This is an optimization exercise on Yosys and OpenROAD, whose aim is small area, a short achievable clock period and few clock cycles per item, not a production implementation.
In this exercise RTL edits were held to simulation tests only and were not proved equivalent to the original.
Power is estimated from default activity; no workload was simulated.

`flow/design.v`:
```
module boholt_dec (
    input  wire        clk,
    input  wire        rst,
    input  wire        in_valid,
    input  wire [31:0] in_data,
    input  wire        in_last,
    output reg         in_ready,
    output reg         out_valid,
    output reg  [15:0] out_item,
    output reg         done,
    output wire [2:0]  res_fault,
    output wire [12:0] res_fault_pos,
    output wire        res_crc_bad,
    output wire [12:0] res_count,
    output wire        hist_we,
    output wire [11:0] hist_waddr,
    output wire [15:0] hist_wdata,
    output reg         hist_re,
    output reg  [11:0] hist_raddr,
    input  wire [15:0] hist_rdata
);
    localparam [15:0] SYNC = 16'hB0B7;
    localparam [31:0] CRC_RESIDUE = 32'hDEBB20E3;
    localparam [2:0] F_NONE     = 3'd0,
                     F_ILLEGAL  = 3'd1,
                     F_DISTANCE = 3'd2,
                     F_OVERRUN  = 3'd3,
                     F_TRUNC    = 3'd4,
                     F_HEADER   = 3'd5;
    localparam [1:0] S_HDR   = 2'd0,    
                     S_CHK   = 2'd1,    
                     S_BODY  = 2'd2,    
                     S_DRAIN = 2'd3;    
    localparam [2:0] T_LIT   = 3'd0,
                     T_SRUN  = 3'd1,
                     T_LRUN  = 3'd2,
                     T_MATCH = 3'd3,
                     T_EOB   = 3'd4,
                     T_ILL   = 3'd5,
                     T_STO   = 3'd6,    
                     T_LIM   = 3'd7;    
    function [15:0] crc16_16(input [15:0] c, input [15:0] d);
        integer i;
        reg [15:0] x;
        begin
            x = c ^ {d[7:0], 8'h00};
            for (i = 0; i < 8; i = i + 1)
                x = x[15] ? ((x << 1) ^ 16'h1021) : (x << 1);
            x = x ^ {d[15:8], 8'h00};
            for (i = 0; i < 8; i = i + 1)
                x = x[15] ? ((x << 1) ^ 16'h1021) : (x << 1);
            crc16_16 = x;
        end
    endfunction
    function [31:0] crc32_16(input [31:0] c, input [15:0] d);
        integer i;
        reg [31:0] x;
        begin
            x = c ^ {16'd0, d};
            for (i = 0; i < 16; i = i + 1)
                x = x[0] ? ((x >> 1) ^ 32'hEDB88320) : (x >> 1);
            crc32_16 = x;
        end
    endfunction
    reg  [1:0]  st;
    reg  [2:0]  hw;              
    reg  [1:0]  hidx;            
    reg         hhalf;           
    reg         l1;              
    reg  [31:0] s0, s1;
    reg         v0, v1;          
    reg  [4:0]  o;               
    reg         lp0, lp1;        
    reg         pay_end;         
    reg  [1:0]  ph;              
    reg  [11:0] wl;              
    reg         wl_nz;           
    reg  [1:0]  pl_lo;           
    reg         cut, stored;
    reg  [12:0] room;            
    reg  [12:0] n_p;             
    reg  [2:0]  fault;
    reg         crc_bad;
    reg         tdone;           
    reg         pdone;           
    reg         end_req;         
    reg  [31:0] crc;             
    reg         f_w1bad, f_c0, f_plnc, f_plc, f_st, f_pz;
    reg         tok_v;
    reg  [2:0]  tok_c;
    reg  [25:0] tok_w;           
    reg  [11:0] cp_n;            
    reg         e_idle;          
    reg         e_le1;           
    reg         cp_ram;          
    reg         cp_p2;           
    reg         pre_q;           
    reg         rd_done;         
    reg         flt;             
    reg  [15:0] prev2;
    reg  [11:0] wcnt;            
    assign res_fault     = fault;
    assign res_fault_pos = flt ? n_p : 13'd0;
    assign res_crc_bad   = crc_bad;
    assign res_count     = n_p;
    wire blk_end;                
    wire hdr_fail;               
    wire        at_max  = (room == 13'd0);
    wire [11:0] d_m1    = tok_w[15:4];                 
    reg  [11:0] len_m1;                                
    always @(*) begin
        case (tok_c)
            T_SRUN:  len_m1 = {8'd0, tok_w[5:2]};
            T_LRUN:  len_m1 = tok_w[14:3];
            default: len_m1 = {2'd0, tok_w[25:16]} + 12'd2;
        endcase
    end
    wire        t_lit   = (tok_c == T_LIT || tok_c == T_STO);
    wire        t_cp    = (tok_c == T_SRUN || tok_c == T_LRUN || tok_c == T_MATCH);
    wire        t_ram   = (tok_c == T_MATCH) && (d_m1[11:1] != 11'd0);
    wire        t_p2    = (tok_c == T_MATCH) && (d_m1 == 12'd1);
    wire        over    = {1'b0, len_m1} >= room;      
    wire        dist_bad = (tok_c == T_MATCH) ? ({1'b0, d_m1} >= n_p) : (n_p == 13'd0);
    wire pop = (st == S_BODY) && tok_v && !pdone && e_idle && (!t_ram || rd_done);
    reg        k_end;
    reg [2:0]  k_fault;
    reg        k_push;
    always @(*) begin
        k_end   = 1'b0;
        k_fault = F_NONE;
        k_push  = 1'b0;
        if (stored && at_max) begin
            k_end = 1'b1;
        end else case (tok_c)
            T_LIT, T_STO: begin
                if (at_max) begin k_end = 1'b1; k_fault = F_OVERRUN; end
                else k_push = 1'b1;
            end
            T_SRUN, T_LRUN, T_MATCH: begin
                if (dist_bad)  begin k_end = 1'b1; k_fault = F_DISTANCE; end
                else if (over) begin k_end = 1'b1; k_fault = F_OVERRUN; end
                else k_push = 1'b1;
            end
            T_EOB: begin
                k_end = 1'b1;
                if (!at_max && !cut) k_fault = F_TRUNC;
            end
            T_ILL: begin
                k_end = 1'b1; k_fault = F_ILLEGAL;
            end
            default: begin   
                k_end = 1'b1;
                if (!cut) k_fault = F_TRUNC;
            end
        endcase
    end
    wire go    = pop && k_push;
    wire go_cp = go && t_cp;
    wire emit  = !e_idle || go;
    wire e_le1_n   = !e_idle ? ((cp_n[11:2] == 10'd0) && !(cp_n[1] && cp_n[0])) : 1'b1;
    wire rd_first  = e_le1_n && (st == S_BODY) && tok_v && !pdone && !pop && t_ram && !pre_q;
    wire rd_second = pre_q;
    wire rd_third  = pop && t_ram;
    wire rd_more   = !e_idle && cp_ram && (cp_n[11:2] != 10'd0 || cp_n[1:0] == 2'd3);
    assign hist_we    = out_valid;
    assign hist_waddr = wcnt;
    assign hist_wdata = out_item;
    reg [15:0] eval;
    always @(*) begin
        if (!e_idle)
            eval = cp_ram ? hist_rdata : cp_p2 ? prev2 : out_item;
        else if (t_ram)
            eval = hist_rdata;
        else if (t_p2)
            eval = prev2;
        else if (t_cp)
            eval = out_item;
        else
            eval = (tok_c == T_STO) ? tok_w[15:0] : tok_w[16:1];
    end
    always @(posedge clk) begin
        out_valid <= emit;
        done      <= end_req && e_idle && !done;
        if (done) begin
            end_req <= 1'b0;
            wcnt    <= 12'hFFF;
        end
        if (emit) begin
            out_item <= eval;
            prev2    <= out_item;
            wcnt     <= wcnt + 12'd1;
        end
        hist_re    <= rd_first || rd_second || rd_third || rd_more;
        hist_raddr <= rd_first ? n_p[11:0] + ~d_m1 : hist_raddr + 12'd1;
        pre_q      <= rd_first;
        rd_done    <= pre_q;
        if (!e_idle) begin
            cp_n   <= cp_n - 12'd1;
            e_idle <= e_le1;
            e_le1  <= (cp_n[11:2] == 10'd0) && !(cp_n[1] && cp_n[0]);
        end else if (go_cp) begin
            cp_n   <= len_m1;
            e_idle <= (len_m1 == 12'd0);
            e_le1  <= (len_m1[11:1] == 11'd0);
            cp_ram <= t_ram;
            cp_p2  <= t_p2;
        end
        if (blk_end || hdr_fail)
            end_req <= 1'b1;
        if (rst) begin
            cp_n      <= 12'd0;
            e_idle    <= 1'b1;
            e_le1     <= 1'b1;
            rd_done   <= 1'b0;
            pre_q     <= 1'b0;
            hist_re   <= 1'b0;
            out_valid <= 1'b0;
            done      <= 1'b0;
            end_req   <= 1'b0;
            wcnt      <= 12'hFFF;
        end
    end
    wire [63:0] dw  = {s1, s0};
    wire [25:0] win = dw[o +: 26];
    wire [5:0] c;
    assign c[0] = !stored && !win[0];
    assign c[1] = !stored && win[0] && !win[1];
    assign c[2] = !stored && win[1:0] == 2'b11 && !win[2];
    assign c[3] = !stored && win[2:0] == 3'b111 && !win[3];
    assign c[4] = !stored && win[3:0] == 4'b1111;
    assign c[5] = stored;
    wire [5:0] lastbits = (pl_lo == 2'd0) ? 6'd32 : {1'b0, pl_lo, 3'b000};
    wire [6:0] avail    = lp0 ? {1'b0, lastbits} - {2'b0, o}
                              : 7'd32 - {2'b0, o} + {1'b0, lastbits};
    wire       near_end = lp0 || lp1;
    reg  [4:0] tl [0:5];
    reg  [5:0] ge, gt, lh;       
    reg  [4:0] o_next;
    reg        retire_c, wait_c, lim_c;
    integer ci;
    always @(*) begin
        tl[0] = 5'd17; tl[1] = 5'd6; tl[2] = 5'd15;
        tl[3] = 5'd26; tl[4] = 5'd5; tl[5] = 5'd16;
        o_next   = 5'd0;
        retire_c = 1'b0;
        wait_c   = 1'b0;
        lim_c    = 1'b0;
        for (ci = 0; ci < 6; ci = ci + 1) begin
            ge[ci] = ({1'b0, o} + {1'b0, tl[ci]}) >= 6'd32;
            gt[ci] = ({1'b0, o} + {1'b0, tl[ci]}) >  6'd32;
            lh[ci] = {2'b0, tl[ci]} > avail;
            if (c[ci]) begin
                o_next   = o_next | (o + tl[ci]);
                retire_c = retire_c | ge[ci];
                wait_c   = wait_c | gt[ci];
                lim_c    = lim_c | lh[ci];
            end
        end
    end
    wire lim_hit = pay_end || (near_end && lim_c);
    wire wait_w  = !v1 && !lp0 && wait_c;
    reg [2:0] t_cls;
    always @(*) begin
        if (lim_hit)   t_cls = T_LIM;
        else if (c[5]) t_cls = T_STO;
        else if (c[0]) t_cls = T_LIT;
        else if (c[1]) t_cls = T_SRUN;
        else if (c[2]) t_cls = T_LRUN;
        else if (c[3]) t_cls = T_MATCH;
        else if (!win[4]) t_cls = T_EOB;
        else           t_cls = T_ILL;
    end
    wire t_last = lim_hit || (c[4] && !stored);    
    wire tstop    = tdone || pdone;
    wire tok_free = !tok_v || pop;
    wire ten      = (st == S_BODY) && !tstop && tok_free &&
                    (pay_end || (v0 && !wait_w));
    wire retire0 = ten && retire_c;                    
    wire xfer    = v1 && (tstop || !v0 || retire0);
    wire take    = in_valid && in_ready;
    wire [13:0] h_plen  = s1[26:13];
    wire [12:0] h_count = s1[12:0];
    wire        h_cut   = s1[26];
    wire        h_stored = s1[24];
    wire hdr_bad = (s0[15:0] != SYNC) || (crc[15:0] != s0[31:16]) ||
                   f_w1bad || (s1[31:29] != 3'd0) ||
                   (f_c0 && !h_cut) ||
                   (!h_cut && f_plnc) || (h_cut && f_plc) ||
                   (h_stored && !h_cut && f_st);
    assign blk_end  = (st == S_BODY) && pdone && !wl_nz && !v1 && (ph == 2'd0);
    wire   chk_go   = (st == S_CHK) && !end_req;
    assign hdr_fail = chk_go && hdr_bad;
    reg rdy_n;
    always @(*) begin
        case (st)
            S_HDR:   rdy_n = take ? (hw == 3'd0) : (hw != 3'd4);
            S_CHK:   rdy_n = chk_go && (hdr_bad || !(h_cut && f_pz));
            S_BODY:  rdy_n = blk_end || (!take && wl_nz && !(v1 && !xfer));
            default: rdy_n = 1'b1;
        endcase
    end
    always @(posedge clk) begin
        in_ready <= rdy_n;
        if (in_ready) begin
            s1 <= in_data;
            l1 <= in_last;
        end
        case (st)
            S_HDR: begin
                if (v1) begin
                    if (hidx == 2'd0) begin
                        s0        <= s1;
                        crc[15:0] <= 16'hFFFF;
                    end else
                        crc[15:0] <= crc16_16(crc[15:0], hhalf ? s1[31:16] : s1[15:0]);
                    if (hidx == 2'd1 && !hhalf) begin
                        f_w1bad <= (s1[31:30] != 2'd0) || (s1[29:27] > 3'd4) ||
                                   (h_count > 13'd4096);
                        f_c0    <= (h_count == 13'd0);
                        f_plnc  <= (h_plen[1:0] != 2'd0) || (h_plen > 14'd8192);
                        f_plc   <= (h_plen > 14'd8708);
                        f_st    <= (h_plen != {h_count[12:1] + {12'd0, h_count[0]}, 2'b00});
                        f_pz    <= (h_plen == 14'd0);
                        room    <= h_count;
                        wl      <= h_plen[13:2] + {11'd0, (h_plen[1:0] != 2'd0)} + 12'd1;
                        pl_lo   <= h_plen[1:0];
                    end
                    hhalf <= 1'b1;
                    if (hhalf) begin
                        v1 <= 1'b0;
                        if (hidx == 2'd3) st <= S_CHK;
                    end
                end
                if (take) begin
                    v1    <= 1'b1;
                    hidx  <= hw[1:0];
                    hhalf <= (hw == 3'd0);
                    hw    <= hw + 3'd1;
                end
            end
            S_CHK: begin
                if (chk_go) begin
                    hw <= 3'd0;
                    if (hdr_bad) begin
                        fault       <= F_HEADER;
                        flt         <= 1'b1;
                        n_p         <= 13'd0;
                        crc_bad     <= 1'b0;
                        st          <= l1 ? S_HDR : S_DRAIN;
                    end else begin
                        st      <= S_BODY;
                        cut     <= h_cut;
                        stored  <= h_stored;
                        wl      <= h_cut ? wl - 12'd1 : wl;
                        wl_nz   <= !(h_cut && f_pz);
                        if (h_cut && !h_stored && room == 13'd0) room <= 13'd4096;
                        n_p     <= 13'd0;
                        fault   <= F_NONE;
                        flt     <= 1'b0;
                        crc_bad <= 1'b0;
                        crc     <= 32'hFFFFFFFF;
                        tdone   <= 1'b0;
                        pdone   <= 1'b0;
                        tok_v   <= 1'b0;
                        pay_end <= f_pz;
                        v0      <= 1'b0;
                        o       <= 5'd0;
                        lp0     <= 1'b0;
                        lp1     <= 1'b0;
                    end
                end
            end
            S_DRAIN: begin
                if (take && in_last) st <= S_HDR;
            end
            default: begin  
                if (ph != 2'd0)
                    crc <= crc32_16(crc, ph[1] ? s0[31:16] : s0[15:0]);
                ph <= (ph == 2'd1) ? 2'd2 : 2'd0;
                if (pop) begin
                    tok_v <= 1'b0;
                    if (k_end) begin
                        pdone <= 1'b1;
                        fault <= k_fault;
                        flt   <= (k_fault != F_NONE);
                    end
                    if (k_push) begin
                        n_p  <= t_cp ? n_p + {1'b0, len_m1} + 13'd1 : n_p + 13'd1;
                        room <= t_cp ? room + {1'b1, ~len_m1} : room - 13'd1;
                    end
                end
                if (ten) begin
                    tok_v <= 1'b1;
                    tok_c <= t_cls;
                    tok_w <= win;
                    o     <= o_next;
                    if (t_last) tdone <= 1'b1;
                    if (retire_c) begin
                        v0 <= 1'b0;
                        if (lp0) pay_end <= 1'b1;
                    end
                end
                if (take) begin
                    v1    <= 1'b1;
                    wl    <= wl - 12'd1;
                    wl_nz <= (wl != 12'd1);
                    lp1   <= (wl == (cut ? 12'd1 : 12'd2));
                end
                if (xfer) begin
                    s0  <= s1;
                    v0  <= 1'b1;
                    lp0 <= lp1;
                    ph  <= 2'd1;
                    if (!take) v1 <= 1'b0;
                end
                if (blk_end) begin
                    crc_bad     <= !cut && (crc != CRC_RESIDUE);
                    st          <= S_HDR;
                    v0          <= 1'b0;
                end
            end
        endcase
        if (rst) begin
            st          <= S_HDR;
            in_ready    <= 1'b1;
            hw          <= 3'd0;
            v0          <= 1'b0;
            v1          <= 1'b0;
            ph          <= 2'd0;
            tdone       <= 1'b1;
            pdone       <= 1'b1;
            tok_v       <= 1'b0;
        end
    end
endmodule
```
`flow/flow/run.sh`:
```
#!/bin/bash
# The standard layout (standard.sh, with its synthesis unchanged), with
#  - each port buffered, as the standard flow does, with the smallest buffer
#    cell (timing repair resizes it where needed).
# Every tool's output goes to standard.log in this folder.
set -euo pipefail
MARGIN=8.0
sed "s/SETUP_SLACK_MARGIN=[0-9.]*/SETUP_SLACK_MARGIN=$MARGIN/" standard.sh > standard_margin.sh
export BUFFER_PORTS_ARGS="-buffer_cell sky130_fd_sc_hd__buf_1"
bash standard_margin.sh > standard.log 2>&1
```
`flow/standard.sh`:
```
#!/bin/bash
# synth_recipe.tcl (not shown) runs the flow's synth.tcl, then flattens the netlist and writes it again
# the make line also repeats each setting of config.mk as NAME=value (left out here)
make -C /OpenROAD-flow-scripts/flow DESIGN_CONFIG=/design/flow/config.mk WORK_HOME=/design/flow/orfs CLKGATE_MAP_FILE= SYNTH_SCRIPT=/design/flow/synth_recipe.tcl "${@:-finish}"
```
`flow/config.mk`:
```
export PLATFORM = sky130hd
export DESIGN_NAME = boholt_dec
export DESIGN_NICKNAME = boholt_dec
export VERILOG_FILES = /design/flow/design.v
export SDC_FILE = /design/flow/constraint.sdc
export NUM_CORES = 4
export LEC_CHECK = 0
export CAP_MARGIN = 20
export CORE_MARGIN = 2
export CORE_UTILIZATION = 60
export CTS_BUF_LIST = sky130_fd_sc_hd__clkbuf_8 sky130_fd_sc_hd__clkbuf_16
export CTS_CLUSTER_DIAMETER = 60
export CTS_CLUSTER_SIZE = 20
export PLACE_DENSITY = 0.75
export SETUP_SLACK_MARGIN = 5
export SLEW_MARGIN = 20
```
`flow/constraint.sdc`:
```
create_clock -name core_clock -period 12.0 [get_ports {clk}]
set_input_delay 2.4000 -clock core_clock [delete_from_list [all_inputs] [get_ports {clk}]]
set_output_delay 2.4000 -clock core_clock [all_outputs]
set_load 0.01 [all_outputs]
```
==> results of run 1 <==
cell usage in the layout, fill, tap and decap left out, drive strengths merged, types with 77 or more instances in the layout:
cell,instances
inv,106
edfxtp,225
o21ai,147
mux2i,88
buf,215
nor2,164
a21oi,142
xnor2,213
ha,90
nand2,238
xor2,77
through the flow:
step | util (%) | total power, mW
finish | 67.86 | 5.244
global route | 67.86 | 5.524
CTS | 66.84 | 5.226
detailed placement | 63.08 | 4.248
global placement | 63.05 | 4.201
floorplan | - | 3.721
state kept, by name, summed over array words and instances (netlist names), 5 cells and up:
signal,flops
cp_n,12
tok_w,26
wl,12
out_item,16
room,13
crc,32
n_p,13
hist_raddr,12
s0,32
o,5
wcnt,12
s1,32
prev2,16
path summary, 6_finish.rpt:
kind / startpoint / endpoint / slack [ns] / cells past startpoint
setup / recovery: n_p[3] / res_fault_pos[3] / 8.05 / 2
hold / removal: out_item[2] / prev2[2] / 0.47 / 0
setup reg to reg: tok_c[1] / room[12] / 8.12 / 16
hold reg to reg: out_item[2] / prev2[2] / 0.47 / 0
power breakdown:
group	total, mW	leakage, nW	internal [mW]	switching (mW)
clock	0.964	0.490	0.510	0.454
sequential	1.42	2.54	1.31	0.112
combinational	2.86	5.75	1.34	1.52
final cells by class:
class | count | area, um2 | area share (%)
clock buffer | 29 | 725.7 | 3.006
clock inverter | 25 | 276.5 | 1.146
inverter | 95 | 371.6 | 1.539
multi-input combinational | 1795 | 13010 | 53.91
sequential | 282 | 7901 | 32.73
tap | 461 | 576.8 | 2.390
timing repair buffer | 220 | 1266 | 5.246
timing repair inverter | 1 | 7.507 | 0.03110
layer usage:
metal  global-route usage [%]  up-vias  share of wire [%]
li1                         -     8651                  -
met1                    42.49     8968                 38
met2                    55.63     1113                 47
met3                    5.270      283                8.7
met4                    15.82        2                5.6
met5                        0        -              0.023
repair_timing:
item	in CTS	in global routing
gates cloned	2	2
endpoints found under the setup margin	193	176
pin swaps	5	10
buffers inserted	19	20
gates resized for setup	32	42
cell families (layout without fill, tap and decap cells):
family	Yosys count	after routing
simple gates	719	719
xor+xnor	291	291
buf+inv	242	370
mux	154	154
flops	282	282
fa+ha+maj	94	94
compound gates	536	537
==> impl_metrics.env, run 1 <==
export IMPL_cts_sinks=282
export IMPL_core_area_mm2=0.03557
export IMPL_fin_worst_skew_ns=0.03484
export IMPL_hold_viol=0
export IMPL_maxSlewViolCount=0
export IMPL_worst_endpoint_arrival_ns=1.55
export IMPL_critPathSlowestCell="edfxtp_1"
export IMPL_required_ns=9.60
export IMPL_io_buffers=142
export IMPL_yosysMostFrequentCell="nand2_1"
export IMPL_hold_path_class="flip-flop to flip-flop"
export IMPL_cts_tree="done"
export IMPL_synth_area_top_cells="edfxtp_1 31%, xnor2_1 8.1%, dfxtp_1 5.3%"
export IMPL_gr_total_overflow=0
export IMPL_place_area_mm2=0.02244
export IMPL_final_setup_viol_count=0
export IMPL_grt_pass1_vias=17870
export IMPL_finalSetupTns_ns=0
export IMPL_async_flop_share_pct=0
export IMPL_ys_seq_area_share_pct=36.43
export IMPL_critPathLaunchType="flip-flop"
export IMPL_worst_slack_ns=8.048
export IMPL_finalWirelength_um=65300
export IMPL_fin_cells=2908
export IMPL_yosys_warnings=2
export IMPL_firstDrtPassIters=6
export IMPL_synth_edf_count=225
export IMPL_outcome="timing/DRC/antenna clean"
export IMPL_slew_headroom_pct=33.13
export IMPL_drive_gt1_share_pct=11.24
export IMPL_fillCellCount=2781
export IMPL_synthMuxAreaShare_pct=9.108
export IMPL_cts_max_level=1
export IMPL_endpoint_kind="output pin"
export IMPL_fp_dieArea_mm2=0.03767
export IMPL_max_stage_delay_ns=0.64
export IMPL_ir_worst_vdd_mv=0.3351
export IMPL_vias=19020
export IMPL_nNetsFinal=2569
export IMPL_yosysTopAreaCell="edfxtp_1"
export IMPL_drtAntennaViolNets=0
export IMPL_cts_buffers=29
export IMPL_path_clk_slew_ns=0.07
export IMPL_holdBufCountCts=0
export IMPL_design_area_mm2=0.02414
export IMPL_post_place_ws_ns=6.668
export IMPL_period_minus_slack_ns=3.952
export IMPL_fp_dieH_um=194.1
export IMPL_clkLatencyLatePin_ns=0.60
export IMPL_crit_fanout=9
export IMPL_std_cell_rows=69
export IMPL_syn_area_mm2=0.02168
export IMPL_insertedDiodeCount=0
export IMPL_p_leak_nw=8.778
export IMPL_crit_family="flip-flops"
export IMPL_synth_fa_ha_area_share_pct=5.518
export IMPL_drcViolationCount=0
export IMPL_fmax_mhz=253.0
export IMPL_hpwl_um=46530
export IMPL_synth_compound_area_share_pct=15.78
export IMPL_crit_chain="and2_1, buf_1"
export IMPL_antenna_found_initial=1
export IMPL_fin_crit_sh_pct=32.93
export IMPL_postSynthNetCount=2463
export IMPL_worst_slew_pin_slew_ns=1.003
export IMPL_gp_congestion=1.013
export IMPL_cp_num_buf_inv=1
export IMPL_rsz0062_at_grt="true"
export IMPL_whs_ns=0.4721
export IMPL_drtIter0Drc=2170
export IMPL_synth_simple_area_share_pct=16.05
export IMPL_grt_max_degree=79
export IMPL_start_util_pct=60.95
export IMPL_io_pin_count=143
export IMPL_post_drt_wl_per_cell_um=22.46
export IMPL_yosys_cell_types_count=91
export IMPL_ys_ff_latch=282
export IMPL_synth_xor_area_share_pct=12.38
export IMPL_area_growth_pct=11.35
export IMPL_yosysTopAreaCellShare_pct=31.17
export IMPL_grt_pass1_wl_um=99930
export IMPL_power_density_mw_per_mm2=217.3
export IMPL_syn_inst=2318
export IMPL_vias_per_cell=6.540
export IMPL_crit_type="flip-flop to output pin"
export IMPL_grt_total_usage_pct=33.35
export IMPL_die_w_um=194.1
export IMPL_dp_cells=2810
export IMPL_ys_flop_type="edfxtp_1"
export IMPL_synthTopCellsByCount="238 x nand2_1, 225 x edfxtp_1, 200 x xnor2_1"
export IMPL_cts_buffer_depth=3
export IMPL_synth_area_per_cell_um2=9.352
export IMPL_clockRootBuffer="clkbuf_16"
export IMPL_maxCapViolCount=0
export IMPL_synth_top_family_by_area="simple AND/OR/NAND/NOR gates"
Testbench counts, summed over its fixed seeds: cycles 183,811, items 178,205.
==> inputs of run 2 (changes only) <==
--- a/flow/config.mk
+++ b/flow/config.mk
@@ -10,5 +10,2 @@
 export CORE_UTILIZATION = 60
-export CTS_BUF_LIST = sky130_fd_sc_hd__clkbuf_8 sky130_fd_sc_hd__clkbuf_16
-export CTS_CLUSTER_DIAMETER = 60
-export CTS_CLUSTER_SIZE = 20
 export PLACE_DENSITY = 0.75
==> run 2 against run 1 <==
Effect of this change:
- synthesized cell count unchanged
- routed wire length decreased by 0.38%
- critical path type is now flip-flop to flip-flop
- fmax increased by 0.66%
- global-route usage increased by 0.21 points
- setup slack improved by 0.026 ns
- highest routed layer is now met4
- critical endpoint is now tdone
- die area unchanged
==> impl_metrics.env, run 2 <==
export IMPL_outcome="timing/DRC/antenna clean"
export IMPL_synth_edf_count=225
export IMPL_hold_viol=0
export IMPL_area_growth_pct=11.60
export IMPL_gr_total_overflow=0
export IMPL_grt_total_usage_pct=33.56
export IMPL_required_ns=12.40
export IMPL_vias_per_cell=6.509
export IMPL_antenna_found_initial=0
export IMPL_finalWirelength_um=65060
export IMPL_endpoint_kind="flip-flop"
export IMPL_pwr_share_clk_pct=19.1
export IMPL_fin_cells=2916
export IMPL_ys_flop_type="edfxtp_1"
export IMPL_fp_dieArea_mm2=0.03767
export IMPL_p_seq_share_pct=26.8
export IMPL_met3_wirelength_um=5988
export IMPL_clockRootBuffer="clkbuf_16"
export IMPL_cts_max_level=2
export IMPL_wl_met1_um=24840
export IMPL_fin_crit_sh_pct=32.72
export IMPL_fillCellCount=2771
export IMPL_ir_worst_vdd_mv=0.3440
export IMPL_rsz0062_at_grt="true"
export IMPL_die_w_um=194.1
export IMPL_drcViolationCount=0
export IMPL_fin_worst_skew_ns=0.02222
export IMPL_top_layer_used="met4"
export IMPL_firstDrtPassIters=6
export IMPL_reg_top3="crc x32, s0 x32, s1 x32"
export IMPL_cts_sinks=282
export IMPL_postSynthNetCount=2463
export IMPL_final_setup_viol_count=0
export IMPL_layout_common_cells="238 x nand2_1, 225 x edfxtp_1, 199 x xnor2_1"
export IMPL_crit_fanout=64
export IMPL_p_switching_mw=2.055
export IMPL_drtAntennaViolNets=0
export IMPL_maxSlewViolCount=0
export IMPL_drive_gt1_share_pct=11.00
export IMPL_maxCapViolCount=0
export IMPL_insertedDiodeCount=0
export IMPL_period_minus_slack_ns=3.926
export IMPL_critPathLaunchType="flip-flop"
export IMPL_hpwl_um=46530
export IMPL_syn_inst=2318
export IMPL_switching_share_pct=38.77
export IMPL_grt_pass1_wl_um=100100
export IMPL_p_leak_nw=8.844
export IMPL_slew_headroom_pct=34.88
export IMPL_yosys_warnings=2
export IMPL_final_common_cell="nand2_1"
export IMPL_nNetsFinal=2575
export IMPL_fp_dieH_um=194.1
export IMPL_crit_type="flip-flop to flip-flop"
export IMPL_io_buffers=142
export IMPL_synth_area_per_cell_um2=9.352
export IMPL_path_clk_slew_ns=0.06
export IMPL_yosysTopAreaCell="edfxtp_1"
export IMPL_total_power_mw=5.299
export IMPL_hold_path_class="flip-flop to flip-flop"
export IMPL_cts_tree="done"
export IMPL_synth_area_top_cells="edfxtp_1 31%, xnor2_1 8.1%, dfxtp_1 5.3%"
export IMPL_vias=18980
export IMPL_finalSetupTns_ns=0
export IMPL_std_cell_rows=69
export IMPL_core_area_mm2=0.03557
export IMPL_yosysMostFrequentCell="nand2_1"
export IMPL_fmax_mhz=254.7
export IMPL_ys_ff_latch=282
export IMPL_synthTopCellsByCount="238 x nand2_1, 225 x edfxtp_1, 200 x xnor2_1"
export IMPL_start_util_pct=60.95
export IMPL_worst_endpoint_arrival_ns=4.33
export IMPL_worst_slew_pin_slew_ns=0.9768
export IMPL_clkLatencyLatePin_ns=0.55
export IMPL_post_drt_wl_per_cell_um=22.31
export IMPL_yosys_cell_types_count=91
export IMPL_grt_pass1_vias=17900
export IMPL_post_place_ws_ns=6.668
export IMPL_syn_area_mm2=0.02168
export IMPL_cts_buffers=34
export IMPL_comb_power_share_pct=54.1
export IMPL_ys_seq_area_share_pct=36.43
export IMPL_holdBufCountCts=0
export IMPL_io_pin_count=143
export IMPL_yosysTopAreaCellShare_pct=31.17
export IMPL_wl_met2_um=30690
export IMPL_async_flop_share_pct=0
export IMPL_power_density_mw_per_mm2=219.0
export IMPL_intPower_mw=3.244
export IMPL_cts_buffer_depth=3
export IMPL_worst_slack_ns=8.074
export IMPL_gp_congestion=1.013
export IMPL_drtIter0Drc=2096
export IMPL_dp_cells=2810
export IMPL_grt_max_degree=79
[run 2: path summary, 6_finish.rpt]
check	from	to	slack (ns)	cells past startpoint
setup / recovery	o[1]	tdone	8.07	12
hold / removal	out_item[2]	prev2[2]	0.48	0
hold reg to reg	out_item[2]	prev2[2]	0.48	0
setup reg to reg	o[1]	tdone	8.07	12
[run 2: logic make-up after synthesis]
family                     count (synthesis)  synth area share (%)
xor gates and xnor gates                 291                 12.38
AOI/OAI and AO/OA                        536                 15.78
adders and majority gates                 94                 5.518
and+or+nand+nor                          719                 16.05
DFF                                      282                 36.43
muxes                                    154                 9.108
buffers and inverters                    242                 4.733
[run 2: through the flow]
| stage | cell area [um2] | util (%) | hold slack [ns] |
|---|---|---|---|
| 2_1_floorplan | 21710 | - | 0.4206 |
| 3_3_place_gp | 22430 | 63.05 | 0.4553 |
| 3_5_place_dp | 22440 | 63.08 | 0.4707 |
| 4_1_cts | 23850 | 67.06 | 0.4800 |
| 5_1_grt | 24190 | 68.02 | 0.4893 |
| 6_report | 24190 | 68.02 | 0.4770 |
[run 2: what timing repair did]
item,4_1_cts,5_1_grt
pin swaps,6,8
resized for setup,32,30
setup endpoints to repair,193,164
buffers inserted,19,22
gates cloned,2,1
[run 2: layer usage]
layer / vias up / GRT usage, %
met5: - / 0
met4: 0 / 16.53
met3: 288 / 6.123
met2: 1106 / 55.71
met1: 8914 / 42.22
li1: 8671 / -
[run 2: power by group through the flow]
stage / sequential (mW) / clock [mW] / combinational [mW]
5_1_grt: 1.42 / 1.06 / 3.10
3_3_place_gp: 1.43 / 0 / 2.77
3_5_place_dp: 1.43 / 0 / 2.81
4_1_cts: 1.41 / 1.02 / 2.84
2_1_floorplan: 1.38 / 0 / 2.34
6_report: 1.42 / 1.01 / 2.87
[run 2: area by class of cell]
class                           count  area (um2)  share of cell area, %
Timing Repair inverter              1       7.507                0.03103
Clock buffer                       45       973.4                  4.024
Tap cell                          461       576.8                  2.384
Timing Repair Buffer              221        1259                  5.203
Clock inverter                     16       111.4                 0.4603
Sequential cell                   282        7901                  32.66
Multi-Input combinational cell   1795       12990                  53.70
Inverter                           95       371.6                  1.536
[run 2: worst max-delay path, cell delays in order, from the launching register on]
cell	delay, ns
edfxtp_1	0.43
buf_12	0.32
mux4_1	0.65
mux2_4	0.32
mux2i_4	0.19
a21oi_4	0.13
mux2_4	0.33
o211a_1	0.26
o211ai_1	0.43
buf_4	0.23
nor2_1	0.07
a221oi_1	0.30
o31ai_1	0.11
==> inputs of run 3 (changes only) <==
--- a/flow/config.mk
+++ b/flow/config.mk
@@ -7,2 +7,3 @@
 export LEC_CHECK = 0
+export ABC_AREA = 1
 export CAP_MARGIN = 20
@@ -10,2 +11,3 @@
 export CORE_UTILIZATION = 60
+export CTS_BUF_LIST = sky130_fd_sc_hd__clkbuf_4 sky130_fd_sc_hd__clkbuf_8
 export PLACE_DENSITY = 0.75
==> run 3 against run 2 <==
Effect of this change:
- clock skew increased by 0.0085 ns
- global-route usage rose by 5.0 points
- worst hold slack lost 0.013 ns
- area after synthesis grew 0.78%
- final cell count grew 19%
- critical path depth rose by 17
- combinational power grew 23%
- clock-buffer cell count rose by 23
- sequential cell count unchanged
==> impl_metrics.env, run 3 <==
export IMPL_outcome="timing/DRC/antenna clean"
export IMPL_fp_dieArea_mm2=0.03795
export IMPL_clkLatencyLatePin_ns=0.65
export IMPL_drtIter0Drc=2865
export IMPL_fillCellCount=2931
export IMPL_r2r_start="tok_c[0]"
export IMPL_max_stage_delay_ns=0.40
export IMPL_worst_endpoint_arrival_ns=4.33
export IMPL_cts_buffer_depth=3
export IMPL_rsz0062_at_grt="true"
export IMPL_synthTopCellsByCount="597 x nand2_1, 314 x inv_1, 248 x o21ai_0"
export IMPL_intPower_mw=3.302
export IMPL_grt_max_degree=84
export IMPL_layout_common_cells="593 x nand2_1, 306 x inv_1, 236 x nand3_1, 236 x o21ai_0, 225 x edfxtp_1"
export IMPL_postSynthNetCount=2955
export IMPL_path_clk_slew_ns=0.06
export IMPL_start_util_pct=61.13
export IMPL_design_area_mm2=0.02461
export IMPL_io_buffers=142
export IMPL_p_seq_share_pct=24.2
export IMPL_gr_total_overflow=0
export IMPL_min_path_cells=0
export IMPL_yosys_warnings=2
export IMPL_vias=21550
export IMPL_final_setup_viol_count=0
export IMPL_whs_ns=0.4638
export IMPL_drive_gt1_share_pct=9.464
export IMPL_grt_pass1_wl_um=113000
export IMPL_total_power_mw=6.009
export IMPL_yosysMostFrequentCell="nand2_1"
export IMPL_ys_seq_area_share_pct=36.15
export IMPL_path_common_cell="nand2_1"
export IMPL_yosys_cell_types_count=67
export IMPL_reg_top3="crc x32, s0 x32, s1 x32"
export IMPL_r2r_cells=29
export IMPL_io_pin_count=143
export IMPL_fin_worst_skew_ns=0.03068
export IMPL_async_flop_share_pct=0
export IMPL_grt_total_usage_pct=38.59
export IMPL_finalWirelength_um=75590
export IMPL_ys_ff_latch=282
export IMPL_clockRootBuffer="clkbuf_8"
export IMPL_synth_xor_area_share_pct=12.24
export IMPL_ir_worst_vdd_mv=0.3926
export IMPL_crit_type="flip-flop to flip-flop"
export IMPL_cts_tree="done"
export IMPL_syn_area_mm2=0.02185
export IMPL_final_common_cell="nand2_1"
export IMPL_gp_congestion=1.039
export IMPL_endpoint_kind="flip-flop"
export IMPL_fp_dieH_um=194.8
export IMPL_required_ns=12.37
export IMPL_fmax_mhz=253.0
export IMPL_cts_buffers=51
export IMPL_hpwl_um=54680
export IMPL_yosysTopAreaCell="edfxtp_1"
export IMPL_synthMuxAreaShare_pct=0.7445
export IMPL_nNetsFinal=3103
export IMPL_hold_path_class="flip-flop to flip-flop"
export IMPL_period_minus_slack_ns=3.953
export IMPL_synth_area_per_cell_um2=7.775
export IMPL_synth_simple_area_share_pct=23.16
export IMPL_synth_top_family_by_area="simple AND/OR/NAND/NOR gates"
export IMPL_maxSlewViolCount=0
export IMPL_place_area_mm2=0.02266
export IMPL_hold_viol=0
export IMPL_yosysTopAreaCellShare_pct=30.93
export IMPL_crit_fanout=5
export IMPL_p_switching_mw=2.707
export IMPL_core_area_mm2=0.03574
export IMPL_power_density_mw_per_mm2=244.2
export IMPL_synth_edf_count=225
export IMPL_post_place_ws_ns=6.243
export IMPL_holdPathEnd="hidx[1]"
export IMPL_cts_max_level=2
export IMPL_r2r_end="room[12]"
export IMPL_critPathSlowestCell="edfxtp_1"
export IMPL_switching_share_pct=45.05
export IMPL_finalSetupTns_ns=0
export IMPL_comb_power_share_pct=58.9
export IMPL_worst_slack_ns=8.047
export IMPL_slew_headroom_pct=38.97
export IMPL_firstDrtPassIters=7
export IMPL_worst_slew_pin_slew_ns=0.9154
export IMPL_maxCapViolCount=0
export IMPL_drtAntennaViolNets=0
export IMPL_synth_area_top_cells="edfxtp_1 31%, nand2_1 10%, xor2_1 6.3%"
export IMPL_synth_fa_ha_area_share_pct=5.429
export IMPL_grt_pass1_vias=20080
export IMPL_drcViolationCount=0
export IMPL_vias_per_cell=6.224
export IMPL_ys_flop_type="edfxtp_1"
export IMPL_syn_inst=2810
export IMPL_fin_crit_sh_pct=32.94
export IMPL_r2r_slack_ns=8.05
export IMPL_synth_compound_area_share_pct=14.07
export IMPL_p_leak_nw=10.43
export IMPL_post_drt_wl_per_cell_um=21.83
export IMPL_area_growth_pct=12.65
export IMPL_pwr_share_clk_pct=17.0
export IMPL_std_cell_rows=69
export IMPL_critPathLaunchType="flip-flop"
export IMPL_die_w_um=194.8
export IMPL_antenna_found_initial=0
export IMPL_hp_start="hw[1]"
export IMPL_cts_sinks=282
[run 3: cell count changes after synthesis, sizes merged, moves of 73 or more]
cell	delta
nand2	+365
xor2	+103
xnor2	-130
mux2i	-73
o21ai	+108
inv	+223
nand3	+183
[run 3: cell type report]
class	instances	area, um2	share of cell area (%)
multi-input combinational	2080	12440	50.56
sequential	282	7898	32.09
timing repair buffer	219	1316	5.348
inverter	323	1240	5.038
clock buffer	68	854.6	3.472
tap	461	576.8	2.344
clock inverter	28	272.8	1.108
timing repair inverter	1	7.507	0.03050
antenna	1	2.502	0.01017
[run 3: worst max-delay path by stage]
stage             start           end  cells past startpoint
2_1_floorplan  tok_c[2]   out_item[0]                     27
5_1_grt        tok_c[0]      room[12]                     29
3_3_place_gp   tok_c[1]  out_item[10]                     27
6_report       tok_c[0]      room[12]                     29
3_5_place_dp   tok_c[1]  out_item[10]                     27
4_1_cts        tok_c[1]   out_item[9]                     29
[run 3: what timing repair did]
action / in CTS / in global routing
pin swaps: 7 / 10
setup endpoints to repair: 182 / 186
hold buffers: 0 / 0
gates cloned: 4 / 3
gates resized for setup: 44 / 49
setup buffers: 21 / 23
[run 3: metrics by stage]
| stage | util [%] | std cells |
|---|---|---|
| 4_1_cts | 67.66 | 3436 |
| 6_report | 68.86 | 3463 |
| 5_1_grt | 68.85 | 3462 |
| 3_5_place_dp | 63.39 | 3315 |
| 2_1_floorplan | - | 2810 |
| 3_3_place_gp | 63.37 | 3314 |
[run 3: critical path: cells and delay by family (launching register included)]
family	cells	cell delay [ns]
adders and majority gates	2	0.58
and+or+nand+nor	15	1.37
buffers and inverters	5	0.53
DFF	1	0.40
AOI/OAI and AO/OA	7	0.79
[run 3: metal layers]
layer  track usage (%)  part of all wire [%]  vias up
met2             62.87                    45     1456
met1             49.77                    38     9966
met5                 0                     0        -
li1                  -                     -     9849
met3             7.080                    10      281
met4             18.63                   5.9        0
[run 3: logic make-up after synthesis]
| group | count (synthesis) |
|---|---|
| compound gates | 536 |
| xor+xnor | 263 |
| fa+ha+maj | 93 |
| buf+inv | 450 |
| flops | 282 |
| mux | 15 |
| simple gates | 1171 |
[run 3: power groups by stage]
stage,logic [mW],clock network [mW],registers [mW]
after floorplan,2.78,0,1.42
after global placement,3.37,0,1.47
after detailed placement,3.46,0,1.47
after CTS,3.48,1.02,1.45
after global routing,3.86,1.06,1.46
final,3.54,1.02,1.45
==> inputs of run 4 (changes only) <==
--- a/flow/config.mk
+++ b/flow/config.mk
@@ -7,3 +7,2 @@
 export LEC_CHECK = 0
-export ABC_AREA = 1
 export CAP_MARGIN = 20
@@ -12,2 +11,3 @@
 export CTS_BUF_LIST = sky130_fd_sc_hd__clkbuf_4 sky130_fd_sc_hd__clkbuf_8
+export GPL_ROUTABILITY_DRIVEN = 0
 export PLACE_DENSITY = 0.75
==> run 4 against run 3 <==
Effect of this change:
- still clean
- final cell count fell by 15%
- core utilization down 0.65 points
- clock power decreased by 7%
- critical path type unchanged
- largest power group unchanged
==> impl_metrics.env, run 4 <==
export IMPL_outcome="timing/DRC/antenna clean"
export IMPL_clockRootBuffer="clkbuf_8"
export IMPL_fin_crit_sh_pct=33.88
export IMPL_ys_ff_latch=282
export IMPL_yosysTopAreaCellShare_pct=31.17
export IMPL_cp_startpoint="tok_c[1]"
export IMPL_place_area_mm2=0.02239
export IMPL_yosysMostFrequentCell="nand2_1"
export IMPL_synth_area_per_cell_um2=9.352
export IMPL_io_buffers=142
export IMPL_endpoint_kind="flip-flop"
export IMPL_synth_compound_area_share_pct=15.78
export IMPL_r2r_cells=18
export IMPL_std_cell_rows=69
export IMPL_crit_family="compound AO/OA/AOI/OAI gates"
export IMPL_ys_flop_type="edfxtp_1"
export IMPL_drive_gt1_share_pct=12.81
export IMPL_core_area_mm2=0.03557
export IMPL_synth_simple_area_share_pct=16.05
export IMPL_io_pin_count=143
export IMPL_synth_edf_count=225
export IMPL_syn_inst=2318
export IMPL_start_util_pct=60.95
export IMPL_vias_per_cell=6.563
export IMPL_antenna_found_initial=2
export IMPL_final_common_cell="nand2_1"
export IMPL_p_leak_nw=8.910
export IMPL_reg_top3="crc x32, s0 x32, s1 x32"
export IMPL_hold_viol=0
export IMPL_critPathSlowestCell="edfxtp_1"
export IMPL_drcViolationCount=0
export IMPL_cp_num_buf_inv=1
export IMPL_clkLatencyLatePin_ns=0.65
export IMPL_grt_pass1_wl_um=101100
export IMPL_power_density_mw_per_mm2=217.3
export IMPL_worst_path_stages=18
export IMPL_cts_tree="done"
export IMPL_layout_common_cells="236 x nand2_1, 225 x edfxtp_1, 198 x xnor2_1"
export IMPL_min_path_cells=0
export IMPL_max_stage_delay_ns=0.51
export IMPL_cts_sinks=282
export IMPL_period_minus_slack_ns=4.066
export IMPL_fin_worst_skew_ns=0.01568
export IMPL_finalWirelength_um=66380
export IMPL_r2r_end="room[12]"
export IMPL_grt_total_usage_pct=33.84
export IMPL_slew_headroom_pct=29.80
export IMPL_synth_fa_ha_area_share_pct=5.518
export IMPL_cts_buffer_depth=3
export IMPL_nNetsFinal=2596
export IMPL_fmax_mhz=246.0
export IMPL_firstDrtPassIters=6
export IMPL_die_w_um=194.1
export IMPL_rsz0062_at_grt="true"
export IMPL_yosys_warnings=2
export IMPL_hp_start="out_item[6]"
export IMPL_total_power_mw=5.271
export IMPL_crit_fanout=6
export IMPL_syn_area_mm2=0.02168
export IMPL_setup_worst_path_end="room[12]"
export IMPL_design_area_mm2=0.02426
export IMPL_vias=19380
export IMPL_crit_type="flip-flop to flip-flop"
export IMPL_fp_dieArea_mm2=0.03767
export IMPL_ys_seq_area_share_pct=36.43
export IMPL_postSynthNetCount=2463
export IMPL_maxCapViolCount=0
export IMPL_critPathLaunchType="flip-flop"
export IMPL_r2r_start="tok_c[1]"
export IMPL_gr_total_overflow=0
export IMPL_grt_max_degree=79
export IMPL_async_flop_share_pct=0
export IMPL_drtAntennaViolNets=0
export IMPL_r2r_slack_ns=7.93
export IMPL_ir_worst_vdd_mv=0.3924
export IMPL_synth_xor_area_share_pct=12.38
export IMPL_worst_slew_pin_slew_ns=1.047
export IMPL_yosysTopAreaCell="edfxtp_1"
export IMPL_crit_chain="buf_4, nand2_1, o21ai_0, nand2_1, o21ai_2, a21oi_2, nand2_1, fa_2, a21o_1, a21oi_2, o21bai_1, a21oi_2, nor2b_1, o21a_1, o31a_1, o41ai_2, mux2i_1, a31oi_1"
export IMPL_synthTopCellsByCount="238 x nand2_1, 225 x edfxtp_1, 200 x xnor2_1"
export IMPL_cts_buffers=50
export IMPL_drtIter0Drc=2277
export IMPL_synthMuxAreaShare_pct=9.108
export IMPL_grt_pass1_vias=18450
export IMPL_post_drt_wl_per_cell_um=22.48
export IMPL_maxSlewViolCount=0
export IMPL_fp_dieH_um=194.1
export IMPL_area_growth_pct=11.91
export IMPL_synth_top_family_by_area="simple AND/OR/NAND/NOR gates"
export IMPL_hold_path_class="flip-flop to flip-flop"
export IMPL_finalSetupTns_ns=0
export IMPL_hpwl_um=46700
export IMPL_synth_area_top_cells="edfxtp_1 31%, xnor2_1 8.1%, dfxtp_1 5.3%"
export IMPL_final_setup_viol_count=0
export IMPL_required_ns=12.38
export IMPL_yosys_cell_types_count=91
export IMPL_cts_max_level=2
export IMPL_worst_endpoint_arrival_ns=4.44
export IMPL_path_clk_slew_ns=0.07
==> run 4: cell types whose count changed in the layout (fill, tap and decap cells not counted), sizes merged, moves of 22 or more <==
cell,change
nand2b,+23
o211ai,+22
nand2,-365
nor2b,+41
o21ai,-108
xnor2,+130
inv,-223
mux4,+26
nand4,-36
xor2,-103
nand3,-183
mux2,+40
mux2i,+73
==> run 4: per-layer routing <==
| metal | GRT usage, % | wire (um) |
|---|---|---|
| met1 | 42.10 | 24870 |
| met2 | 54.78 | 30930 |
| met3 | 6.871 | 6542 |
| met4 | 19.73 | 3978 |
| met5 | 0 | 54 |
==> run 4: metrics by stage <==
step                      worst slack (ns)  instances  utilization [%]  hold WS [ns]
final                                7.934       2953            68.20        0.4745
after global routing                 7.805       2952            68.20        0.4999
after CTS                            8.011       2928            67.08        0.4785
after detailed placement             6.726       2804            62.94        0.4713
after global placement               7.058       2804            62.94        0.4549
after floorplan                      7.906       2318                -        0.4206
==> run 4: power breakdown <==
part	switching (mW)	internal, mW
sequential	0.115	1.31
combinational	1.55	1.35
clock	0.422	0.530
total	2.09	3.18
==> run 4: how the worst min path moves through the flow <==
stage | slack, ns | endpoint
after global routing | 0.50 | s0[30]
after global placement | 0.45 | prev2[11]
after floorplan | 0.42 | s0[23]
after CTS | 0.48 | prev2[6]
after detailed placement | 0.47 | prev2[6]
final | 0.47 | prev2[6]
==> run 4: cell families after synthesis <==
kind of cell / count (synthesis)
buffers and inverters: 242
AND/OR/NAND/NOR: 719
multiplexers: 154
AO/OA/AOI/OAI: 536
flip-flops: 282
adder cells (fa/ha/maj): 94
XOR/XNOR: 291
==> run 4: timing repair <==
item	CTS	global route
hold buffers	0	0
setup endpoints to repair	198	153
gates resized for setup	39	46
pin swaps	6	12
gates cloned	2	1
setup buffers	30	22
==> run 4: area by class of cell <==
class                      count  area (um2)
clock buffer                  80       963.4
timing repair inverter         1       7.507
inverter                      95       364.1
sequential                   282        7901
multi-input combinational   1795       13060
tap                          461       576.8
antenna                        1       2.502
fill                        2720       11310
clock inverter                12       87.58
timing repair buffer         226        1297
==> inputs of run 5 (changes only) <==
--- a/flow/config.mk
+++ b/flow/config.mk
@@ -11,3 +11,2 @@
 export CTS_BUF_LIST = sky130_fd_sc_hd__clkbuf_4 sky130_fd_sc_hd__clkbuf_8
-export GPL_ROUTABILITY_DRIVEN = 0
 export PLACE_DENSITY = 0.75
==> run 5 against run 4 <==
Effect of this change:
- worst hold slack better by 0.0049 ns
- critical path depth is 16 lower
- final cell count is 0.30% higher
- non-clock buffer count is 8 higher
- area after synthesis stayed put
- combinational power hardly changed
- register-to-register slack better by 0.20 ns
- fmax is 3.3% higher
- sequential share of layout area is 0.092 points lower
- largest cell class unchanged
- sequential power hardly changed
- via count is 1.1% lower
- clock-buffer cell count is 5 lower
==> impl_metrics.env, run 5 <==
export IMPL_core_area_mm2=0.03557
export IMPL_period_minus_slack_ns=3.935
export IMPL_hold_viol=0
export IMPL_synth_edf_count=225
export IMPL_area_growth_pct=12.22
export IMPL_yosys_cell_types_count=91
export IMPL_fillCellCount=2757
export IMPL_cts_tree="done"
export IMPL_slew_headroom_pct=34.80
export IMPL_firstDrtPassIters=8
export IMPL_die_w_um=194.1
export IMPL_grt_max_degree=79
export IMPL_path_clk_slew_ns=0.06
export IMPL_ys_ff_latch=282
export IMPL_start_util_pct=60.95
export IMPL_p_leak_nw=8.946
export IMPL_critPathLaunchType="flip-flop"
export IMPL_fp_dieH_um=194.1
export IMPL_drcViolationCount=0
export IMPL_yosys_warnings=2
export IMPL_maxSlewViolCount=0
export IMPL_cts_sinks=282
export IMPL_ff_latch_area_mm2=0.007901
export IMPL_endpoint_kind="output pin"
export IMPL_fin_worst_skew_ns=0.03298
export IMPL_yosysTopAreaCellShare_pct=31.17
export IMPL_fin_crit_sh_pct=32.79
export IMPL_fmax_mhz=254.1
export IMPL_grt_total_usage_pct=33.82
export IMPL_rsz0062_at_grt="true"
export IMPL_layout_common_cells="238 x nand2_1, 225 x edfxtp_1, 199 x xnor2_1"
export IMPL_clkLatencyLatePin_ns=0.65
export IMPL_worst_slew_pin_slew_ns=0.9780
export IMPL_syn_area_mm2=0.02168
export IMPL_hpwl_um=46530
export IMPL_outcome="timing/DRC/antenna clean"
export IMPL_finalSetupTns_ns=0
export IMPL_antenna_found_initial=2
export IMPL_yosysMostFrequentCell="nand2_1"
export IMPL_yosysTopAreaCell="edfxtp_1"
export IMPL_maxCapViolCount=0
export IMPL_final_util_pct=68.40
export IMPL_cts_buffers=50
export IMPL_vias=19160
export IMPL_final_setup_viol_count=0
export IMPL_multi_input_area_mm2=0.01299
export IMPL_io_buffers=142
export IMPL_grt_pass1_wl_um=100500
export IMPL_drive_gt1_share_pct=12.68
export IMPL_drtAntennaViolNets=0
export IMPL_finalWirelength_um=65900
export IMPL_crit_fanout=8
export IMPL_crit_type="flip-flop to output pin"
export IMPL_gp_congestion=1.013
export IMPL_gr_total_overflow=0
export IMPL_synth_area_per_cell_um2=9.352
export IMPL_nNetsFinal=2604
export IMPL_drtIter0Drc=2369
export IMPL_required_ns=9.60
export IMPL_async_flop_share_pct=0
export IMPL_io_pin_count=143
export IMPL_cts_buffer_depth=3
export IMPL_fp_dieArea_mm2=0.03767
export IMPL_reg_top3="crc x32, s0 x32, s1 x32"
export IMPL_postSynthNetCount=2463
export IMPL_vias_per_cell=6.469
export IMPL_syn_inst=2318
export IMPL_synthTopCellsByCount="238 x nand2_1, 225 x edfxtp_1, 200 x xnor2_1"
export IMPL_hold_path_class="flip-flop to flip-flop"
export IMPL_ys_flop_type="edfxtp_1"
export IMPL_ys_seq_area_share_pct=36.43
export IMPL_std_cell_rows=69
export IMPL_final_common_cell="nand2_1"
export IMPL_synth_area_top_cells="edfxtp_1 31%, xnor2_1 8.1%, dfxtp_1 5.3%"
export IMPL_fin_cells=2962
export IMPL_grt_pass1_vias=18020
export IMPL_post_drt_wl_per_cell_um=22.25
export IMPL_dp_cells=2810
export IMPL_clockRootBuffer="clkbuf_8"
export IMPL_ir_worst_vdd_mv=0.3625
export IMPL_power_density_mw_per_mm2=218.0
export IMPL_worst_endpoint_arrival_ns=1.54
export IMPL_cts_max_level=2
[run 5: power breakdown]
group	leakage (nW)	internal, mW	switching [mW]
sequential	2.54	1.31	0.112
combinational	5.82	1.34	1.53
clock	0.589	0.585	0.425
[run 5: metal layers]
layer | routed length, um | global-route usage (%)
met1 | 24910 | 42.24
met2 | 30860 | 55.63
met3 | 6361 | 6.732
met4 | 3750 | 17.62
met5 | 15 | 0
[run 5: worst max-delay path, stage by stage, from the launching register on]
cell and delay (ns):
edfxtp_1 0.58, and2_1 0.19, buf_1 0.15
[run 5: final timing paths]
path / startpoint / to / slack (ns) / cells after the start
max: n_p[7] / res_fault_pos[7] / 8.06 / 2
min: out_item[10] / prev2[10] / 0.48 / 0
max reg2reg: tok_c[1] / room[7] / 8.13 / 18
min reg2reg: out_item[10] / prev2[10] / 0.48 / 0
[run 5: timing repair]
item / CTS / global route
setup buffers: 31 / 23
pin swaps: 6 / 8
gates resized for setup: 31 / 40
gates cloned: 2 / 1
hold buffers: 0 / 0
setup endpoints to repair: 196 / 166
[run 5: cell families (layout without fill, tap and decap cells)]
group | count (synthesis) | in the layout | synth area share (%)
multiplexers | 154 | 154 | 9.108
AND/OR/NAND/NOR | 719 | 719 | 16.05
AO/OA/AOI/OAI | 536 | 537 | 15.78
adder cells (fa/ha/maj) | 94 | 94 | 5.518
XOR/XNOR | 291 | 291 | 12.38
buffers and inverters | 242 | 423 | 4.733
flip-flops | 282 | 282 | 36.43
other | 0 | 1 | 0
[run 5: area by class of cell]
class / instances / share of cell area [%]
antenna: 1 / 0.01029
clock buffer: 75 / 3.857
clock inverter: 18 / 0.7509
inverter: 95 / 1.527
multi-input combinational: 1795 / 53.40
sequential: 282 / 32.48
tap: 461 / 2.371
timing repair buffer: 234 / 5.570
timing repair inverter: 1 / 0.03086
[run 5: metrics by stage]
stage | setup WS [ns] | cell area (um2) | power [mW] | hold WS [ns]
after detailed placement | 6.668 | 22440 | 4.248 | 0.4707
after global placement | 6.849 | 22430 | 4.201 | 0.4553
after CTS | 7.973 | 23970 | 5.279 | 0.4802
after global routing | 7.944 | 24330 | 5.580 | 0.4898
after floorplan | 7.906 | 21710 | 3.721 | 0.4206
final | 8.065 | 24330 | 5.304 | 0.4794
==> inputs of run 6 (changes only) <==
--- a/flow/flow/run.sh
+++ b/flow/flow/run.sh
@@ -6,3 +6,3 @@
 set -euo pipefail
-MARGIN=8.0
+MARGIN=7.75
 sed "s/SETUP_SLACK_MARGIN=[0-9.]*/SETUP_SLACK_MARGIN=$MARGIN/" standard.sh > standard_margin.sh
==> run 6 against run 5 <==
Effect of this change:
- register-to-register slack worse by 0.22 ns
- global-route usage up 0.71 points
- routed wire length up 1.7%
- sequential cell count unchanged
- sequential share of layout area up 0.40 points
- area after synthesis unchanged
- highest routed layer is now met4
- still clean
- final cell count down 0.98%
- clock-buffer cell count down 4
- cell area down 1.2%
==> impl_metrics.env, run 6 <==
export IMPL_path_clk_slew_ns=0.06
export IMPL_worst_slew_pin_slew_ns=1.003
export IMPL_final_common_cell="nand2_1"
export IMPL_ys_ff_latch=282
export IMPL_ys_seq_area_share_pct=36.43
export IMPL_worst_endpoint_arrival_ns=4.46
export IMPL_io_pin_count=143
export IMPL_required_ns=12.37
export IMPL_final_setup_viol_count=0
export IMPL_reg_top3="crc x32, s0 x32, s1 x32"
export IMPL_total_power_mw=5.379
export IMPL_synth_area_per_cell_um2=9.352
export IMPL_cts_sinks=282
export IMPL_fin_worst_skew_ns=0.03167
export IMPL_cts_tree="done"
export IMPL_vias=19090
export IMPL_postSynthNetCount=2463
export IMPL_syn_area_mm2=0.02168
export IMPL_slew_headroom_pct=33.11
export IMPL_grt_total_usage_pct=34.53
export IMPL_async_flop_share_pct=0
export IMPL_maxCapViolCount=0
export IMPL_post_drt_wl_per_cell_um=22.85
export IMPL_holdBufCountCts=0
export IMPL_nNetsFinal=2576
export IMPL_outcome="timing/DRC/antenna clean"
export IMPL_post_place_ws_ns=6.758
export IMPL_fmax_mhz=244.8
export IMPL_gp_congestion=0.9777
export IMPL_crit_fanout=5
export IMPL_clkLatencyLatePin_ns=0.66
export IMPL_drtAntennaViolNets=0
export IMPL_layout_common_cells="238 x nand2_1, 225 x edfxtp_1, 200 x xnor2_1"
export IMPL_fp_dieArea_mm2=0.03767
export IMPL_clockRootBuffer="clkbuf_8"
export IMPL_rsz0062_at_grt="false"
export IMPL_cts_buffers=50
export IMPL_endpoint_kind="flip-flop"
export IMPL_firstDrtPassIters=5
export IMPL_worst_slack_ns=7.915
export IMPL_antenna_found_initial=1
export IMPL_yosysTopAreaCell="edfxtp_1"
export IMPL_r2r_slack_ns=7.91
export IMPL_period_minus_slack_ns=4.085
export IMPL_finalWirelength_um=67020
export IMPL_p_leak_nw=8.783
export IMPL_io_buffers=142
export IMPL_critPathLaunchType="flip-flop"
export IMPL_grt_pass1_vias=18280
export IMPL_ys_flop_type="edfxtp_1"
export IMPL_yosysMostFrequentCell="nand2_1"
export IMPL_finalSetupTns_ns=0
export IMPL_power_density_mw_per_mm2=223.9
export IMPL_synth_edf_count=225
export IMPL_vias_per_cell=6.510
export IMPL_hold_path_class="flip-flop to flip-flop"
export IMPL_drtIter0Drc=2362
export IMPL_insertedDiodeCount=0
export IMPL_synth_area_top_cells="edfxtp_1 31%, xnor2_1 8.1%, dfxtp_1 5.3%"
export IMPL_final_util_pct=67.56
export IMPL_maxSlewViolCount=0
export IMPL_drcViolationCount=0
export IMPL_ir_worst_vdd_mv=0.3369
export IMPL_yosys_cell_types_count=91
export IMPL_yosys_warnings=2
export IMPL_cts_buffer_depth=3
export IMPL_cts_max_level=2
export IMPL_hold_viol=0
export IMPL_start_util_pct=60.95
export IMPL_core_area_mm2=0.03557
export IMPL_drive_gt1_share_pct=11.12
export IMPL_yosysTopAreaCellShare_pct=31.17
export IMPL_fp_dieH_um=194.1
export IMPL_hpwl_um=47800
export IMPL_whs_ns=0.4806
export IMPL_fillCellCount=2903
export IMPL_grt_max_degree=80
export IMPL_die_w_um=194.1
export IMPL_std_cell_rows=69
export IMPL_syn_inst=2318
export IMPL_gr_total_overflow=0
export IMPL_area_growth_pct=10.85
export IMPL_fin_crit_sh_pct=34.05
export IMPL_grt_pass1_wl_um=102000
export IMPL_synthTopCellsByCount="238 x nand2_1, 225 x edfxtp_1, 200 x xnor2_1"
export IMPL_crit_type="flip-flop to flip-flop"
-- run 6: cell count changes in the layout (fill, tap and decap cells not counted), sizes merged --
| cell | delta |
|---|---|
| buf | -25 |
| clkbuf | -8 |
| clkinv | +4 |
| bufinv | +2 |
| clkinvlp | -1 |
| diode | -1 |
-- run 6: critical path, cell delays in order (launching register included) --
cell	delay, ns
edfxtp_1	0.49
buf_4	0.20
o211ai_1	0.25
o221ai_4	0.16
or2_2	0.30
ha_1	0.21
fa_1	0.42
a21o_1	0.22
a21oi_2	0.18
o21bai_1	0.09
a21oi_2	0.18
nor2b_1	0.07
o21a_1	0.19
o31a_1	0.28
o41ai_2	0.27
mux2i_1	0.24
a31oi_1	0.06
-- run 6: report_power, final --
part | total (mW) | internal [mW] | switching (mW)
Sequential | 1.42 | 1.31 | 0.116
Combinational | 2.92 | 1.34 | 1.58
Clock | 1.04 | 0.607 | 0.431
-- run 6: path summary, 6_finish.rpt --
check	end	depth (start not counted)	start
max	room[12]	16	tok_c[1]
min	prev2[6]	0	out_item[6]
max reg2reg	room[12]	16	tok_c[1]
min reg2reg	prev2[6]	0	out_item[6]
-- run 6: cell type report --
cell class                 instances  area, um2  share of cell area (%)
timing repair buffer             205       1101                   4.582
tap                              461      576.8                   2.400
sequential                       282       7901                   32.88
timing repair inverter             2      12.51                 0.05207
clock inverter                    22      254.0                   1.057
clock buffer                      71      889.6                   3.702
multi-input combinational       1795      12930                   53.80
inverter                          95      367.9                   1.531
-- run 6: per-layer routing --
layer	vias up	wire length [um]	global-route usage, %
met5	-	0	0
met1	9089	25870	43.68
met4	0	3130	16.05
li1	8677	-	-
met2	1088	31930	57.82
met3	239	6086	5.914
-- run 6: through the flow --
stage	cells	instance area, um2
floorplan	2318	21700
global placement	2807	22400
detailed placement	2807	22410
CTS	2918	23850
global route	2933	24030
finish	2933	24030
-- run 6: kinds of logic (layout without fill, tap and decap cells) --
kind of cell / count (synthesis) / count (layout) / share of synthesized area [%]
AOI/OAI and AO/OA: 536 / 537 / 15.78
xor gates and xnor gates: 291 / 291 / 12.38
and+or+nand+nor: 719 / 719 / 16.05
muxes: 154 / 154 / 9.108
buffers and inverters: 242 / 395 / 4.733
adders and majority gates: 94 / 94 / 5.518
DFF: 282 / 282 / 36.43
-- run 6: timing repair --
action | CTS | global route
resized for setup | 25 | 17
buffers inserted | 15 | 14
gates cloned | 3 | 0
pin swaps | 6 | 1
setup endpoints to repair | 175 | 143
==> inputs of run 7 (changes only) <==
--- a/flow/flow/run.sh
+++ b/flow/flow/run.sh
@@ -6,3 +6,3 @@
 set -euo pipefail
-MARGIN=7.75
+MARGIN=8.25
 sed "s/SETUP_SLACK_MARGIN=[0-9.]*/SETUP_SLACK_MARGIN=$MARGIN/" standard.sh > standard_margin.sh
==> run 7 against run 6 <==
Effect of this change:
- sequential cell count is the same
- via count grew 3.7%
- sequential share of layout area shrank 1.7 points
- core utilization grew 3.7 points
- largest power group unchanged
- still clean on timing, DRC and antenna
- first-iteration DRC count grew 11%
==> impl_metrics.env, run 7 <==
export IMPL_die_w_um=194.1
export IMPL_grt_pass1_vias=18850
export IMPL_slew_headroom_pct=28.88
export IMPL_cts_buffer_depth=3
export IMPL_synthTopCellsByCount="238 x nand2_1, 225 x edfxtp_1, 200 x xnor2_1"
export IMPL_fin_worst_skew_ns=0.03002
export IMPL_area_growth_pct=16.86
export IMPL_hp_start="out_item[7]"
export IMPL_fin_crit_sh_pct=32.37
export IMPL_cts_tree="done"
export IMPL_outcome="timing/DRC/antenna clean"
export IMPL_nNetsFinal=2661
export IMPL_core_area_mm2=0.03557
export IMPL_final_common_cell="nand2_1"
export IMPL_ys_seq_area_share_pct=36.43
export IMPL_hold_viol=0
export IMPL_antenna_found_initial=3
export IMPL_pwr_share_clk_pct=19.4
export IMPL_vias_per_cell=6.560
export IMPL_r2r_start="tok_c[1]"
export IMPL_switching_share_pct=39.08
export IMPL_worst_endpoint_arrival_ns=1.48
export IMPL_synth_area_per_cell_um2=9.352
export IMPL_post_drt_wl_per_cell_um=23.05
export IMPL_fmax_mhz=257.4
export IMPL_yosys_warnings=2
export IMPL_p_seq_share_pct=26.3
export IMPL_comb_power_share_pct=54.3
export IMPL_holdBufCountCts=0
export IMPL_drcViolationCount=0
export IMPL_vias=19800
export IMPL_yosysTopAreaCell="edfxtp_1"
export IMPL_min_path_cells=0
export IMPL_grt_max_degree=78
export IMPL_async_flop_share_pct=0
export IMPL_rsz0062_at_grt="true"
export IMPL_cp_startpoint="flt"
export IMPL_io_buffers=142
export IMPL_gp_congestion=1.062
export IMPL_path_clk_slew_ns=0.07
export IMPL_fp_dieArea_mm2=0.03767
export IMPL_cts_max_level=2
export IMPL_finalWirelength_um=69570
export IMPL_drtAntennaViolNets=0
export IMPL_final_setup_viol_count=0
export IMPL_postSynthNetCount=2463
export IMPL_design_area_mm2=0.02533
export IMPL_layout_common_cells="237 x nand2_1, 225 x edfxtp_1, 196 x xnor2_1"
export IMPL_p_switching_mw=2.112
export IMPL_crit_type="flip-flop to output pin"
export IMPL_p_leak_nw=9.443
export IMPL_critPathLaunchType="flip-flop"
export IMPL_reg_top3="crc x32, s0 x32, s1 x32"
export IMPL_synth_edf_count=225
export IMPL_crit_fanout=6
export IMPL_final_util_pct=71.23
export IMPL_grt_total_usage_pct=35.08
export IMPL_start_util_pct=60.95
export IMPL_yosysMostFrequentCell="nand2_1"
export IMPL_power_density_mw_per_mm2=213.3
export IMPL_firstDrtPassIters=8
export IMPL_fp_dieH_um=194.1
export IMPL_drive_gt1_share_pct=16.83
export IMPL_intPower_mw=3.292
export IMPL_period_minus_slack_ns=3.885
export IMPL_clkLatencyLatePin_ns=0.65
export IMPL_ys_flop_type="edfxtp_1"
export IMPL_yosysTopAreaCellShare_pct=31.17
export IMPL_std_cell_rows=69
export IMPL_endpoint_kind="output pin"
export IMPL_hold_path_class="flip-flop to flip-flop"
==> run 7: cell counts after synthesis <==
Identical to the previous run, type by type.
==> run 7: cell families (layout without fill, tap and decap cells) <==
| group | count (synthesis) | in the layout | synth area share (%) |
|---|---|---|---|
| flops | 282 | 282 | 36.43 |
| buf+inv | 242 | 478 | 4.733 |
| mux | 154 | 154 | 9.108 |
| compound gates | 536 | 537 | 15.78 |
| other cells | 0 | 2 | 0 |
| fa+ha+maj | 94 | 94 | 5.518 |
| simple gates | 719 | 719 | 16.05 |
| xor+xnor | 291 | 291 | 12.38 |
==> run 7: layout make-up <==
type / count / area (um2) / share of cell area, %
multi-input cells: 1795 / 13260 / 52.33
repair inverters: 1 / 7.507 / 0.02963
clock buffers: 73 / 942.2 / 3.719
diodes: 2 / 5.005 / 0.01976
flip-flops and latches: 282 / 7904 / 31.20
clock inverters: 17 / 209.0 / 0.8248
inverters: 95 / 375.4 / 1.482
repair buffers: 292 / 2057 / 8.119
well taps: 461 / 576.8 / 2.277
==> run 7: routing by layer <==
metal,GRT usage (%),up-vias,part of all wire [%]
li1,-,8848,-
met1,43.57,9286,36
met2,57.56,1304,47
met3,6.610,357,11
met4,19.84,4,6.3
met5,0,-,0.029
==> run 7: power groups by stage <==
stage / Combinational, mW / Clock (mW) / Sequential, mW
final: 2.93 / 1.05 / 1.42
after global routing: 3.17 / 1.09 / 1.42
after CTS: 2.87 / 1.05 / 1.41
after detailed placement: 2.82 / 0 / 1.43
after global placement: 2.76 / 0 / 1.43
after floorplan: 2.34 / 0 / 1.38
==> run 7: worst max-delay path, stage by stage (launching register included) <==
cell      delay (ns)
edfxtp_1        0.42
buf_6           0.16
and2_1          0.14
buf_2           0.14
==> run 7: path summary, 6_finish.rpt <==
| kind | to | slack (ns) |
|---|---|---|
| setup / recovery | res_fault_pos[0] | 8.12 |
| hold / removal | prev2[7] | 0.48 |
| setup reg to reg | room[2] | 8.21 |
| hold reg to reg | prev2[7] | 0.48 |
==> run 7: repair_timing <==
action / in CTS / in global routing
cloned: 3 / 4
pin swaps: 23 / 20
endpoints found under the setup margin: 237 / 201
buffers inserted: 75 / 37
hold endpoints to repair: 0 / 0
resized for setup: 77 / 97
==> run 7: through the flow <==
step / instances / setup WS [ns] / total power [mW] / hold slack, ns
2_1_floorplan: 2318 / 8.280 / 3.722 / 0.4206
3_3_place_gp: 2805 / 6.868 / 4.193 / 0.4560
3_5_place_dp: 2806 / 7.038 / 4.254 / 0.4653
4_1_cts: 2974 / 8.109 / 5.330 / 0.4799
5_1_grt: 3016 / 8.050 / 5.679 / 0.4971
6_report: 3018 / 8.115 / 5.404 / 0.4778

Setup slack of run 7, layout unchanged: 8.115 ns with ideal ports, 8.062 ns with driving cells assumed (clock clkbuf_16, inputs buf_2), 8.010 ns with port delays also shifted by the 0.683 ns mid clock arrival.
